Background: an optimization exercise with open tools, aiming at small area, a short achievable clock period and few clock cycles per item. Do not read the settings as production practice.
In this exercise RTL edits were held to simulation tests only and were not proved equivalent to the original.

[design/flow/config.mk]
export PLATFORM = sky130hd
export DESIGN_NAME = fpu32
export DESIGN_NICKNAME = fpu32
export VERILOG_FILES = /design/flow/design.v
export SDC_FILE = /design/flow/constraint.sdc
export NUM_CORES = 4
export LEC_CHECK = 0
export CAP_MARGIN = 20
export CORE_MARGIN = 2
export CORE_UTILIZATION = 40
export SLEW_MARGIN = 20
[design/flow/constraint.sdc]
create_clock -name core_clock -period 11.5 [get_ports {clk}]
set_input_delay 2.3000 -clock core_clock [delete_from_list [all_inputs] [get_ports {clk}]]
set_output_delay 2.3000 -clock core_clock [all_outputs]
set_load 0.01 [all_outputs]
[design/flow/design.v]
module fpu32 (
    input  wire        clk,
    input  wire        rst,
    input  wire        in_valid,
    input  wire [3:0]  in_op,
    input  wire [1:0]  in_rm,
    input  wire        in_cnan,
    input  wire [31:0] in_a,
    input  wire [31:0] in_b,
    input  wire [31:0] in_c,
    output reg         out_valid,
    output reg  [31:0] out_result,
    output reg  [4:0]  out_flags
);
    localparam [3:0] OP_FADD = 4'h0, OP_FSUB = 4'h1, OP_FMUL = 4'h2,
                     OP_FMA  = 4'h5, OP_FMS  = 4'h6, OP_FMIN = 4'h7,
                     OP_FMAX = 4'h8, OP_FNEG = 4'h9, OP_FABS = 4'hA;
    localparam [1:0] RNE = 2'd0, RTZ = 2'd1, RDN = 2'd2, RUP = 2'd3;
    localparam [31:0] DEFAULT_NAN = 32'h7FC0_0000;
    localparam [31:0] ONE         = 32'h3F80_0000;
    reg        s0_valid;
    reg [3:0]  s0_op;
    reg [1:0]  s0_rm;
    reg        s0_cnan;
    reg [31:0] s0_a, s0_b, s0_c;
    always @(posedge clk) begin
        if (rst) s0_valid <= 1'b0;
        else     s0_valid <= in_valid;
        s0_op   <= in_op;
        s0_rm   <= in_rm;
        s0_cnan <= in_cnan;
        s0_a    <= in_a;
        s0_b    <= in_b;
        s0_c    <= in_c;
    end
    reg [31:0] x, y, z;
    reg        z_real;     
    reg        z_neg;      
    reg        is_arith;
    always @(*) begin
        x = s0_a;
        y = ONE;
        z = s0_b;
        z_real = 1'b1;
        z_neg = 1'b0;
        is_arith = 1'b1;
        case (s0_op)
            OP_FADD: begin y = ONE;  z = s0_b; end
            OP_FSUB: begin y = ONE;  z = s0_b; z_neg = 1'b1; end
            OP_FMUL: begin y = s0_b; z = {s0_a[31] ^ s0_b[31], 31'b0}; z_real = 1'b0; end
            OP_FMA:  begin y = s0_b; z = s0_c; end
            OP_FMS:  begin y = s0_b; z = s0_c; z_neg = 1'b1; end
            default: is_arith = 1'b0;
        endcase
    end
    wire x_expmax = (x[30:23] == 8'hFF);
    wire y_expmax = (y[30:23] == 8'hFF);
    wire z_expmax = (z[30:23] == 8'hFF);
    wire x_zero = (x[30:0] == 31'b0);
    wire y_zero = (y[30:0] == 31'b0);
    wire z_zero = (z[30:0] == 31'b0);
    wire x_inf  = x_expmax && (x[22:0] == 23'b0);
    wire y_inf  = y_expmax && (y[22:0] == 23'b0);
    wire z_inf  = z_expmax && (z[22:0] == 23'b0);
    wire x_nan  = x_expmax && (x[22:0] != 23'b0);
    wire y_nan  = y_expmax && (y[22:0] != 23'b0);
    wire z_nan  = z_expmax && (z[22:0] != 23'b0) && z_real;
    wire x_snan = x_nan && !x[22];
    wire y_snan = y_nan && !y[22];
    wire z_snan = z_nan && !z[22];
    wire sp = x[31] ^ y[31];              
    wire sz = z[31] ^ z_neg;              
    reg        sp_take;       
    reg [31:0] sp_res;
    reg [4:0]  sp_flags;
    reg        prod_0inf;
    always @(*) begin
        sp_take  = 1'b0;
        sp_res   = 32'b0;
        sp_flags = 5'b0;
        prod_0inf = (x_zero && y_inf) || (x_inf && y_zero);
        if (x_nan || y_nan || z_nan) begin
            sp_take = 1'b1;
            if (s0_cnan)     sp_res = DEFAULT_NAN;
            else if (x_nan)  sp_res = x | 32'h0040_0000;
            else if (y_nan)  sp_res = y | 32'h0040_0000;
            else             sp_res = z | 32'h0040_0000;
            sp_flags[0] = x_snan || y_snan || z_snan || prod_0inf;
        end else if (prod_0inf) begin
            sp_take = 1'b1;
            sp_res = DEFAULT_NAN;
            sp_flags[0] = 1'b1;
        end else if (x_inf || y_inf) begin
            sp_take = 1'b1;
            if (z_inf && (sz != sp)) begin
                sp_res = DEFAULT_NAN;
                sp_flags[0] = 1'b1;
            end else begin
                sp_res = {sp, 31'h7F80_0000};
            end
        end else if (z_inf) begin
            sp_take = 1'b1;
            sp_res = {sz, 31'h7F80_0000};
        end else if (x_zero || y_zero) begin
            sp_take = 1'b1;
            if (z_zero)
                sp_res = {(sp == sz) ? sp : (s0_rm == RDN), 31'b0};
            else
                sp_res = {sz, z[30:0]};
        end
    end
    wire a_nan  = (s0_a[30:23] == 8'hFF) && (s0_a[22:0] != 23'b0);
    wire b_nan  = (s0_b[30:23] == 8'hFF) && (s0_b[22:0] != 23'b0);
    wire a_snan = a_nan && !s0_a[22];
    wire b_snan = b_nan && !s0_b[22];
    reg a_less_b;
    always @(*) begin
        if (s0_a[31] != s0_b[31])
            a_less_b = s0_a[31];
        else if (s0_a[31])
            a_less_b = (s0_a[30:0] > s0_b[30:0]);
        else
            a_less_b = (s0_a[30:0] < s0_b[30:0]);
    end
    reg [31:0] misc_res;
    reg [4:0]  misc_flags;
    always @(*) begin
        misc_res = 32'b0;
        misc_flags = 5'b0;
        case (s0_op)
            OP_FNEG: misc_res = {~s0_a[31], s0_a[30:0]};
            OP_FABS: misc_res = {1'b0, s0_a[30:0]};
            default: begin   
                if (a_snan || b_snan || (a_nan && b_nan)) begin
                    misc_flags[0] = a_snan || b_snan;
                    if (s0_cnan)    misc_res = DEFAULT_NAN;
                    else if (a_nan) misc_res = s0_a | 32'h0040_0000;
                    else            misc_res = s0_b | 32'h0040_0000;
                end else if (a_nan) begin
                    misc_res = s0_b;
                end else if (b_nan) begin
                    misc_res = s0_a;
                end else if (s0_op == OP_FMAX) begin
                    misc_res = a_less_b ? s0_b : s0_a;
                end else begin
                    misc_res = (a_less_b || s0_a == s0_b) ? s0_a : s0_b;
                end
            end
        endcase
    end
    reg [23:0]        mx, my;
    reg signed [11:0] ex, ey;
    reg [4:0]         lzx, lzy;
    integer i;
    always @(*) begin
        lzx = 5'd0;
        for (i = 0; i < 23; i = i + 1)
            if (x[i]) lzx = 5'd23 - i[4:0];
        lzy = 5'd0;
        for (i = 0; i < 23; i = i + 1)
            if (y[i]) lzy = 5'd23 - i[4:0];
        if (x[30:23] != 8'd0) begin
            mx = {1'b1, x[22:0]};
            ex = $signed({4'b0, x[30:23]}) - 12'sd150;
        end else begin
            mx = {1'b0, x[22:0]} << lzx;
            ex = -12'sd149 - $signed({7'b0, lzx});
        end
        if (y[30:23] != 8'd0) begin
            my = {1'b1, y[22:0]};
            ey = $signed({4'b0, y[30:23]}) - 12'sd150;
        end else begin
            my = {1'b0, y[22:0]} << lzy;
            ey = -12'sd149 - $signed({7'b0, lzy});
        end
    end
    wire [23:0]        mz = (z[30:23] != 8'd0) ? {1'b1, z[22:0]} : {1'b0, z[22:0]};
    wire signed [11:0] ez = (z[30:23] != 8'd0) ? ($signed({4'b0, z[30:23]}) - 12'sd150)
                                               : -12'sd149;
    wire [47:0]        prod = mx * my;
    wire signed [11:0] ep   = ex + ey;
    wire signed [11:0] dz   = ez - ep;
    reg [74:0]        aw;
    reg               a_sticky;
    reg signed [11:0] ew;           
    reg [122:0]       abig;
    reg [11:0]        ash;
    always @(*) begin
        if (z_zero) begin
            ash = 12'd99;    
            ew  = ep;
        end else if (dz >= 12'sd51) begin
            ash = 12'd0;
            ew  = ez - 12'sd51;
        end else begin
            ash = 12'd51 - dz;
            ew  = ep;
            if (ash > 12'd99) ash = 12'd99;
        end
        abig = {mz, 99'b0} >> ash;
        aw = abig[122:48];
        a_sticky = (abig[47:0] != 48'b0);
    end
    reg        s1_valid;
    reg [1:0]  s1_rm;
    reg        s1_arith;
    reg        s1_sptake;
    reg [31:0] s1_spres;
    reg [4:0]  s1_spflags;
    reg [47:0] s1_prod;
    reg [74:0] s1_aw;
    reg        s1_asticky;
    reg        s1_sp, s1_sz;
    reg signed [11:0] s1_ew;
    always @(posedge clk) begin
        if (rst) s1_valid <= 1'b0;
        else     s1_valid <= s0_valid;
        s1_rm      <= s0_rm;
        s1_arith   <= is_arith;
        s1_sptake  <= is_arith ? sp_take : 1'b1;
        s1_spres   <= is_arith ? sp_res : misc_res;
        s1_spflags <= is_arith ? sp_flags : misc_flags;
        s1_prod    <= prod;
        s1_aw      <= aw;
        s1_asticky <= a_sticky;
        s1_sp      <= sp;
        s1_sz      <= sz;
        s1_ew      <= ew;
    end
    wire        eff_sub = s1_sp ^ s1_sz;
    wire [75:0] pw = {28'b0, s1_prod};
    wire [75:0] awx = {1'b0, s1_aw};
    reg  [75:0] sum;
    reg  [75:0] mag;
    reg         rsign;
    reg         exact_zero;
    always @(*) begin
        if (eff_sub) begin
            sum = pw - awx - {75'b0, s1_asticky};
            if (sum[75]) begin
                mag = -sum;
                rsign = s1_sz;
            end else begin
                mag = sum;
                rsign = s1_sp;
            end
        end else begin
            sum = pw + awx;
            mag = sum;
            rsign = s1_sp;
        end
        exact_zero = (mag == 76'b0) && !s1_asticky;
    end
    reg [6:0] lz;
    integer j;
    always @(*) begin
        lz = 7'd76;
        for (j = 0; j < 76; j = j + 1)
            if (mag[j]) lz = 7'd75 - j[6:0];
    end
    wire [75:0]        norm = mag << lz;
    wire signed [11:0] bexp = s1_ew + 12'sd202 - $signed({5'b0, lz});
    reg        s2_valid;
    reg [1:0]  s2_rm;
    reg        s2_sptake;
    reg [31:0] s2_spres;
    reg [4:0]  s2_spflags;
    reg [75:0] s2_norm;
    reg        s2_sticky;
    reg        s2_sign;
    reg        s2_zero;
    reg signed [11:0] s2_bexp;
    always @(posedge clk) begin
        if (rst) s2_valid <= 1'b0;
        else     s2_valid <= s1_valid;
        s2_rm      <= s1_rm;
        s2_sptake  <= s1_sptake;
        s2_spres   <= s1_spres;
        s2_spflags <= s1_spflags;
        s2_norm    <= norm;
        s2_sticky  <= s1_asticky;
        s2_sign    <= rsign;
        s2_zero    <= exact_zero;
        s2_bexp    <= bexp;
    end
    wire        tiny = (s2_bexp < 12'sd1);
    reg  [11:0] rsh;
    reg  [75:0] dn;
    reg         dn_sticky;
    reg  [75:0] lost;
    always @(*) begin
        if (tiny) begin
            rsh = 12'sd1 - s2_bexp;
            if (rsh > 12'd76) rsh = 12'd76;
        end else begin
            rsh = 12'd0;
        end
        dn   = s2_norm >> rsh;
        lost = s2_norm & ~({76{1'b1}} << rsh);
        dn_sticky = (lost != 76'b0);
    end
    wire [22:0] frac   = dn[74:52];
    wire        guard  = dn[51];
    wire        sticky = (dn[50:0] != 51'b0) || dn_sticky || s2_sticky;
    wire        inexact = guard || sticky;
    wire [7:0]  efield = tiny ? 8'd0 : s2_bexp[7:0];
    reg round_up;
    always @(*) begin
        case (s2_rm)
            RNE: round_up = guard && (sticky || frac[0]);
            RTZ: round_up = 1'b0;
            RDN: round_up = inexact && s2_sign;
            default: round_up = inexact && !s2_sign;
        endcase
    end
    wire [30:0] rounded = {efield, frac} + {30'b0, round_up};
    wire        ovf = (s2_bexp >= 12'sd255) || (rounded[30:23] == 8'hFF);
    reg [31:0] res;
    reg [4:0]  flg;
    always @(*) begin
        flg = 5'b0;
        if (s2_sptake) begin
            res = s2_spres;
            flg = s2_spflags;
        end else if (s2_zero) begin
            res = {s2_rm == RDN, 31'b0};
        end else if (ovf) begin
            flg[2] = 1'b1;
            flg[4] = 1'b1;
            if (s2_rm == RNE || (s2_rm == RDN && s2_sign) || (s2_rm == RUP && !s2_sign))
                res = {s2_sign, 31'h7F80_0000};
            else
                res = {s2_sign, 31'h7F7F_FFFF};
        end else begin
            res = {s2_sign, rounded};
            flg[4] = inexact;
            flg[3] = inexact && tiny;
        end
    end
    always @(posedge clk) begin
        if (rst) out_valid <= 1'b0;
        else     out_valid <= s2_valid;
        out_result <= res;
        out_flags  <= flg;
    end
endmodule
[design/flow/run.sh]
#!/bin/bash
# synth_recipe.tcl (not shown) runs the flow's synth.tcl, then flattens the netlist and writes it again
# the make line also repeats each setting of config.mk as NAME=value (left out here)
make -C /OpenROAD-flow-scripts/flow DESIGN_CONFIG=/design/flow/config.mk WORK_HOME=/design/flow/orfs CLKGATE_MAP_FILE= SYNTH_SCRIPT=/design/flow/synth_recipe.tcl finish
==> results.json <==
{
  "multi_input_area_sq_um": 48900,
  "setup_tns_ns": 0,
  "worst_slew_pin_slew_ns": 1.22,
  "fin_crit_sh_pct": 96.0,
  "synth-seq-area-share_pct": 14.3,
  "cts-root-buf": "clkbuf_16",
  "status": "complete, no violations",
  "placed_cell_area_sq_um": 67600,
  "finalClockSkew_ns": 0.0633,
  "max_slew_margin_pct": 17.8,
  "io_pins": 144,
  "antenna_found_initial": 3,
  "grt_pass1_wl_um": 375000,
  "globalplace.congestion": 1.02,
  "vias_per_cell": 5.96,
  "grt_overflow": 0,
  "die_area_sq_um": 159000,
  "wl_um": 253000,
  "drc": 0,
  "first_iter_violations": 6560,
  "crit_path_top_delay_cell": "fa_1",
  "clkLatencyLatePin_ns": 0.68,
  "fp.dieW_um": 398,
  "synth_ff_type": "dfxtp_1",
  "postSynthAreaPerCell_sq_um": 7.61,
  "max_stage_delay_ns": 0.56,
  "setup_violations": 0,
  "cts_hold_buf": 0,
  "max_cap_violations": 0,
  "core_sq_um": 154000,
  "fin_area_sq_um": 69800,
  "synth_area_leader_cell": "fa_1",
  "worstHoldPathType": "reg -> reg",
  "max-clock-path-buffers": 3,
  "grt_pass1_vias": 59300,
  "yosys_warnings": 1,
  "synth_edf_count": 0,
  "synth.area.top_cells": "fa_1 (16%), dfxtp_1 (14%), ha_1 (9.2%)",
  "area_growth_pct": 12.2,
  "syn_area_sq_um": 62200,
  "yosysTopAreaCellShare_pct": 15.7,
  "critPathMaxFanout": 20,
  "io_buffers": 142,
  "cts_tree": "done",
  "post-route-min-period_ns": 11.05,
  "grt_max_degree": 77,
  "hold_viol": 0,
  "clk_pin_slew_worst_paths_ns": 0.07,
  "cts_sinks": 444,
  "start_util_pct": 40.3,
  "crit_top_cell": "fa_1",
  "synth_cell_types": 122,
  "clock.fmax_mhz": 90.5,
  "fillers": 15800,
  "routedWlPerCell_um": 24.4,
  "critPathRequiredTime_ns": 12.06,
  "slew_viol_final": 0,
  "drtAntennaViolNets": 0,
  "syn_inst": 8173,
  "cp-start-kind": "flop",
  "fp.dieH_um": 398,
  "syn_nets": 9223,
  "ys_ff_latch": 444,
  "nets": 9353,
  "dpl.hpwl_um": 208000,
  "rows": 144,
  "critPathKind": "reg -> reg",
  "numCtsBuffers": 46,
  "critical_path_arrival_ns": 11.60,
  "async_flop_share_pct": 0,
  "endpoint_kind": "flop",
  "via_count": 61900,
  "layout-drive-gt1-share_pct": 8.79,
  "seq_area_sq_um": 8890,
  "first_pass_iters": 8,
  "htreeDepth": 2,
  "track_usage_pct": 30.8
}
## cell type report
type                    count  area share, %
diodes                      1        0.00358
clock inverters            25          0.670
clock buffers              59           1.82
inverters                 837           4.50
multi-input cells        6448           70.1
repair buffers            526           6.50
well taps                2044           3.66
flip-flops and latches    444           12.7
## final timing paths
path                             startpoint     endpoint  slack (ns)  cells past startpoint
worst max-delay path               s0_op[0]  s1_prod[45]        0.45                     42
worst min-delay path            s1_spres[6]  s2_spres[6]        0.32                      0
worst max register to register     s0_op[0]  s1_prod[45]        0.45                     42
worst min register to register  s1_spres[6]  s2_spres[6]        0.32                      0
## cells in the final DEF (no fill, tap or decap), types with 54 or more instances in the layout
cell type / n
nand2_1: 1035
inv_1: 828
nor2_1: 734
fa_1: 487
o21ai_0: 470
ha_1: 455
a21oi_1: 451
dfxtp_1: 444
buf_4: 361
mux2i_1: 344
xnor2_1: 212
nor3_1: 185
nand3_1: 185
clkdlybuf4s50_1: 142
and2_1: 134
a22oi_1: 98
nand4_1: 92
mux2_2: 86
a21o_1: 83
nor4_1: 80
nor2b_1: 79
o22ai_1: 78
and3_1: 68
nand2b_1: 66
xor2_1: 66
a31oi_1: 61
a211oi_1: 54
o21a_1: 54
## cells in the mapped netlist, types with 193 or more instances
cell type and instances:
ha_1 456, nor3_1 193, fa_1 488, mux2i_1 345, o21ai_0 490, dfxtp_1 444, clkbuf_1 369, a21oi_1 465
nor2_1 743, inv_1 828, nand2_1 1038, xnor2_1 213
## critical path: cells and delay by family (launching register included)
kind / cells / cell delay, ns
adder cells (fa/ha/maj): 8 / 3.68
XOR/XNOR: 1 / 0.12
flip-flops: 1 / 0.51
buffers and inverters: 6 / 1.03
AO/OA/AOI/OAI: 18 / 4.32
AND/OR/NAND/NOR: 8 / 0.98
multiplexers: 1 / 0.31
## flip-flops by register name, indices dropped and copies added, names as in the netlist, 2 cells and up
name and flops:
s2_norm 76, s1_aw 75, s1_prod 48, out_result 32, s0_a 32, s0_b 32, s0_c 32, s1_spres 32
s2_spres 32, s1_ew 12, s2_bexp 12, out_flags 4, s0_op 4, s0_rm 2, s1_rm 2, s2_rm 2
## per-layer routing
metal  global-route usage [%]  part of all wire (%)
met5                        0                     0
met4                     10.9                   4.1
met3                     4.01                   7.5
met2                     50.7                    46
met1                     41.4                    42
## what timing repair did
| action | in CTS | in global routing |
|---|---|---|
| setup buffers | 0 | 18 |
| resized for setup | 0 | 63 |
| setup endpoints to repair | 0 | 10 |
| endpoints found under the hold margin | 0 | 0 |
## cells by family (layout without fill, tap and decap cells)
| kind of cell | after synthesis | after routing | share of synthesized area (%) |
|---|---|---|---|
| and+or+nand+nor | 2852 | 2852 | 21.2 |
| AOI/OAI and AO/OA | 1918 | 1918 | 19.9 |
| buffers and inverters | 1281 | 1447 | 7.89 |
| adders and majority gates | 944 | 944 | 24.9 |
| muxes | 453 | 453 | 7.85 |
| DFF | 444 | 444 | 14.3 |
| xor gates and xnor gates | 280 | 280 | 3.94 |
| other | 1 | 2 | 0.00603 |
## stage by stage
step	setup WS (ns)	hold slack [ns]	util, %	cells
final	0.455	0.323	45.3	10400
after CTS	0.140	0.325	45.0	10400
after detailed placement	0.152	0.312	43.9	10300
after floorplan	0.282	0.310	-	8173
after global placement	0.162	0.313	43.9	10300
after global routing	-0.0473	0.331	45.3	10400
Testbench counts, summed over its fixed seeds: cycles 16,032, items 16,000.

-- what the ideal ports hide --
Ports are ideal in the flow. The routed layout listed here was re-timed in OpenROAD.
Step 1 assumes that a clkbuf_16 drives the clock port and a buf_2 every other input.
Step 2 times the ports against the registers' clock, not the clock port: input delays grow and output delays shrink by t, the midpoint of the rising clock arrivals with the driver on.
Slacks: ideal / step 1 / step 2; pairs: ideal / step 1.
shift t [ns]: 0.730
slack for setup (ns): 0.455 / 0.455 / 0.455
worst setup path at the end: register to register
slew at the worst register clock pin (ns): 0.09 / 0.09
worst slew at a driven data input, ns: 0.09
After both steps setup and hold are still met in this run. The setup slack of this run moves by 0.000 ns with the drivers and by 0.000 ns with both steps.
